Source: an optimization exercise on an open RTL-to-GDS flow (aim: small area, a short achievable clock period and few clock cycles per item). Production flows keep margins and buffers that such runs may drop.
Where RTL was checked, it was by simulation tests only, not by an equivalence proof against the original.

==> inputs of nickel <==
## lpe_lane
module lpe_lane (
    input  wire        clk,
    input  wire        rst,
    input  wire        start,
    output reg         done,
    input  wire [2:0]  mode,           
    input  wire        action,         
    input  wire        split,          
    input  wire        first,          
    input  wire        sp_track_cfg,   
    input  wire        sp_track_act,   
    input  wire [2:0]  sp_src,         
    input  wire        sp_stale,       
    input  wire        ff_en,          
    input  wire        trk_en,         
    input  wire        out_loop,       
    input  wire        out2_loop,      
    input  wire [31:0] kpv,  input wire [4:0] s_kpv,
    input  wire [31:0] opv,
    input  wire [31:0] ksp,  input wire [4:0] s_ksp,
    input  wire [31:0] osp,
    input  wire [31:0] kp,   input wire [4:0] s_kp,
    input  wire [31:0] ki,   input wire [4:0] s_ki,
    input  wire [31:0] kd,   input wire [4:0] s_kd,
    input  wire [31:0] kdf,  input wire [4:0] s_kdf,
    input  wire [31:0] kff,  input wire [4:0] s_kff,
    input  wire [31:0] kout, input wire [4:0] s_kout,
    input  wire [31:0] oout,
    input  wire [31:0] kout2, input wire [4:0] s_kout2,
    input  wire [31:0] oout2,
    input  wire [31:0] spmin,
    input  wire [31:0] spmax,
    input  wire [31:0] sprate,
    input  wire [31:0] imin,
    input  wire [31:0] imax,
    input  wire [31:0] omin,
    input  wire [31:0] omax,
    input  wire [31:0] orate,
    input  wire [31:0] dband,
    input  wire [31:0] fixed_sp,
    input  wire [31:0] x_in,
    input  wire [31:0] sp_in,
    input  wire [31:0] ff_in,
    input  wire [31:0] trk_in,
    input  wire [31:0] pv_last,
    input  wire [31:0] sp_last,
    input  wire [31:0] out_last,
    input  wire [31:0] d_last,
    input  wire [47:0] i_last,
    input  wire [31:0] man_out,
    output reg  [31:0] pv_new,
    output reg  [31:0] sp_new,
    output reg  [31:0] out_new,
    output reg  [31:0] d_new,
    output reg  [47:0] i_new,
    output reg  [31:0] err,
    output reg  [31:0] code,
    output reg  [31:0] code2,
    output reg         emit,
    output reg         sat,
    output reg         i_clamp,
    output reg         rate_lim
);
Settings: LEC_CHECK=0, ABC_AREA=1, CAP_MARGIN=30, CORE_MARGIN=2, CORE_UTILIZATION=35, SLEW_MARGIN=30, TNS_END_PERCENT=30; clock period 33.0 ns.
standard.sh (not shown) runs the stock make flow with config.mk's settings and CLKGATE_MAP_FILE= SYNTH_SCRIPT=/design/flow/synth_recipe.tcl, a recipe that flattens the netlist after the stock synthesis.
==> flow/flow/run.sh <==
#!/bin/bash
set -euo pipefail
bash standard.sh SETUP_SLACK_MARGIN=22 "BUFFER_PORTS_ARGS=-buffer_cell sky130_fd_sc_hd__buf_1" finish > make.log 2>&1
==> raven: changes against nickel <==
--- a/flow/design.v
+++ b/flow/design.v
@@ -86,16 +86,22 @@
                 sat34 = {1'b1, 32'h8000_0000};
             else
                 sat34 = {1'b1, 32'h7FFF_FFFF};
         end
     endfunction
     function automatic [32:0] add_sat(input [31:0] a, input [31:0] b);
         add_sat = sat34({{2{a[31]}}, a} + {{2{b[31]}}, b});
     endfunction
+    function automatic [32:0] sub_sat(input [31:0] a, input [31:0] b);
+        sub_sat = sat34({{2{a[31]}}, a} - {{2{b[31]}}, b});
+    endfunction
+    function automatic [32:0] addsub_sat(input [31:0] a, input [31:0] b, input sub);
+        addsub_sat = sat34({{2{a[31]}}, a} + ({{2{b[31]}}, b} ^ {34{sub}}) + {33'd0, sub});
+    endfunction
     function automatic slt(input [31:0] a, input [31:0] b);
         slt = $signed(a) < $signed(b);
     endfunction
     function automatic [31:0] rnd16(input [47:0] i);
         rnd16 = i[47:16] + {31'd0, i[15] & (i[16] | (i[14:0] != 15'd0))};
     endfunction
     wire scaled_src = (sp_src == 3'd1) || (sp_src == 3'd2);
     wire raw_used   = (!sp_track_act && !sp_stale) || (first && !sp_track_cfg);
@@ -103,17 +109,17 @@
     reg f_run, f_closed, f_manual, f_bc, f_emits;
     reg f_c, f_d, f_f, f_h, f_i, f_first;
     reg f_stc, f_sta, f_sps;
     reg f_a;               
     reg f_2l;              
     reg f_kpos, f_kneg;    
     reg f_action;
     reg  [3:0]  st;
-    reg         is_a, is_b, is_2, is_3;    
+    reg         is_a, is_b, is_2, is_3, is_h, is_i;    
     reg  [31:0] kr;
     reg  [15:0] y_one, y_two, y_neg;    
     reg  [4:0]  sr;
     wire frac = (st == S_G);    
     reg  [30:0] rin;
     function automatic [30:0] rnd_const(input [4:0] s, input fr);
         begin
             rnd_const = 31'd0;
@@ -158,27 +164,29 @@
     reg  [31:0] raw;       
     reg  [31:0] p;         
     reg  [31:0] it;        
     reg  [31:0] itw;       
     reg  [31:0] fft;
     reg  [47:0] inc;       
     reg         l_lo, l_hi;    
     reg         wflag;         
+    wire bc_st = f_bc;    
     wire bc1 = f_bc && ((st == S_BC1) || (st == S_H && !f_f));    
     wire bc2 = f_bc && ((st == S_BC2) || (st == S_H && f_f) || (st == S_I && !(f_f && f_h)));
     wire [31:0] raw_in  = (sp_src == 3'd0) ? fixed_sp : sp_in;
+    wire [31:0] raw_src = raw;    
     wire [32:0] a1, a2, a3, a4, a5, a6;
-    lpe_lane_addsat #(GA) u_a1 (.a(it), .b(p), .sub(f_bc), .y(a1));
-    lpe_lane_addsat #(GA) u_a2 (.a(a1[31:0]), .b(d_new), .sub(f_bc), .y(a2));
-    lpe_lane_addsat #(GA) u_a5 (.a(p), .b(fft), .sub(f_bc), .y(a5));
+    lpe_lane_addsat #(GA) u_a1 (.a(it), .b(p), .sub(bc_st), .y(a1));
+    lpe_lane_addsat #(GA) u_a2 (.a(a1[31:0]), .b(d_new), .sub(bc_st), .y(a2));
+    lpe_lane_addsat #(GA) u_a5 (.a(p), .b(fft), .sub(bc_st), .y(a5));
     lpe_lane_addsat #(GW) u_a3 (.a(p), .b(itw), .sub(1'b0), .y(a3));
     lpe_lane_addsat #(GW) u_a4 (.a(a3[31:0]), .b(d_new), .sub(1'b0), .y(a4));
     lpe_lane_addsat #(GA) u_a6 (.a(it), .b(fft), .sub(1'b0), .y(a6));
-    wire [31:0] cl_v  = is_b ? raw : man_out;
+    wire [31:0] cl_v  = is_b ? raw_src : man_out;
     wire [31:0] cl_lo = is_b ? spmin : omin;
     wire [31:0] cl_hi = is_b ? spmax : omax;
     wire [31:0] cl_out = slt(cl_v, cl_lo) ? cl_lo : (slt(cl_hi, cl_v) ? cl_hi : cl_v);
     wire        cl_below = slt(a5[31:0], raw);
     wire        cl_above = slt(code2, a5[31:0]);
     wire [31:0] v_clv    = cl_below ? raw : (cl_above ? code2 : a5[31:0]);
     wire ki_pos   = f_kpos;
     wire ki_neg   = f_kneg;
@@ -287,24 +295,26 @@
         fs_g <= (nx2 == S_G);
         fs_e <= (nx2 == S_E);
         fs_f <= (nx2 == S_V1) || (nx2 == S_F);
         fs_h <= (nx2 == S_H);
         fs_i <= (nx2 == S_I);
         if (rst) begin
             st   <= S_IDLE;
             done <= 1'b0;
-            is_a <= 1'b0; is_b <= 1'b0; is_2 <= 1'b0; is_3 <= 1'b0;
+            is_a <= 1'b0; is_b <= 1'b0; is_2 <= 1'b0; is_3 <= 1'b0; is_h <= 1'b0; is_i <= 1'b0;
             fs_2 <= 1'b0; fs_3 <= 1'b0; fs_g <= 1'b0; fs_e <= 1'b0; fs_f <= 1'b0; fs_h <= 1'b0; fs_i <= 1'b0;
         end else begin
             st   <= nx;
             is_a <= (nx == S_A);
             is_b <= (nx == S_B);
             is_2 <= (nx == S_2);
             is_3 <= (nx == S_3);
+            is_h <= (nx == S_H);
+            is_i <= (nx == S_I);
             done <= (st != S_IDLE) && (nx == S_IDLE);
             if (st != S_IDLE && nx == S_IDLE && f_emits) begin
                 if (!f_h) code  <= u_fin;    
                 if (f_2l) code2 <= u_fin;
             end
             case (st)
                 S_IDLE: if (start) begin
                     f_run    <= (mode != M_OFF);
- CAP_MARGIN: 30 -> 20
- SLEW_MARGIN: 30 -> 20
- TNS_END_PERCENT: 30 -> default
==> run summary <==
Critical path:
- The setup check on the worst reg-to-reg path leaves a slack of 21.86 ns.

Global route:
- The fraction of met3 tracks used by global routing is 0.265.

Timing:
- The max-slew violation total from the final report came to 2.
- Across the routed clock network, the largest skew measured is 0.0986 ns.

Job:
- The reported max-cap violation count is 2.

Place:
- The cell area reported after detailed placement is 116000 um^2.
- Timing analysis after detailed placement gives a worst setup slack of 18.76 ns.

Final layout:
- The post-layout utilization of the core is 0.414.
- The multi-input gate count is 11770.

Run status:
- The run finished, with violations left.
- The layout checks failed on max-capacitance violations, max-slew violations.

Synthesis:
- The share of synthesized cell area in and, or, nand and nor gates is 0.219.
- The area fraction of the dominant cell type after synthesis is 0.156.
# the run above: raven

==> run summary <==
Final layout:
- Measured on the finished design, the core utilization comes to 0.417.
- The multi-input gate count is 11766.

Global route:
- The fraction of met3 tracks used by global routing is 0.283.

Synthesis:
- After synthesis, the netlist uses 90 different library cells.
- After synthesis, the cell types taking the most area are sky130_fd_sc_hd__edfxtp_1, sky130_fd_sc_hd__nand2_1, sky130_fd_sc_hd__fa_1, sky130_fd_sc_hd__ha_1, sky130_fd_sc_hd__xor2_1.
- The share of synthesized cell area in and, or, nand and nor gates is 0.218.
- The area fraction of the dominant cell type after synthesis is 0.156.

Place:
- The cell area reported after detailed placement is 116000 um^2.
- The placement-stage worst setup slack is 18.95 ns.

Run status:
- The flow ran to the end and the layout has no timing, DRC or antenna violations.

Timing:
- The max-slew violation total from the final report is 0.

Job:
- The reported max-cap violation count is 0.

Critical path:
- The minimum setup slack among reg-to-reg paths is 21.78 ns.

Route:
- The detail route stage leaves a number of antenna-violating nets equal to 0.
# the run above: nickel

Testbench counts of nickel, summed over its fixed seeds: cycles 65,577, items 8,000.
No functional check of the RTL was part of raven.

[afterwards: timing with drivers on the ports]
The results above use ideal ports. As a check the final layouts listed here were re-extracted and re-timed, cells and wires unchanged. Step 1 assumes that a clkbuf_16 drives the clock port and a buf_2 every other input. Step 2, shift: input delay + t, output delay - t, t = (earliest + latest rising clock arrival at the registers) / 2. This alone moves slack from input paths to output paths. Slacks: ideal / step 1 / step 2; pairs: ideal / step 1.
run	t (ns)	slack for setup (ns)	worst register clock-pin slew, ns
nickel	1.028	21.782 / 21.782 / 20.943	0.08 / 0.08
raven	0.999	21.859 / 21.859 / 21.047	0.09 / 0.09
For nickel, which loses most, drivers alone change the setup slack by 0.000 ns; drivers and shift together by -0.839 ns.
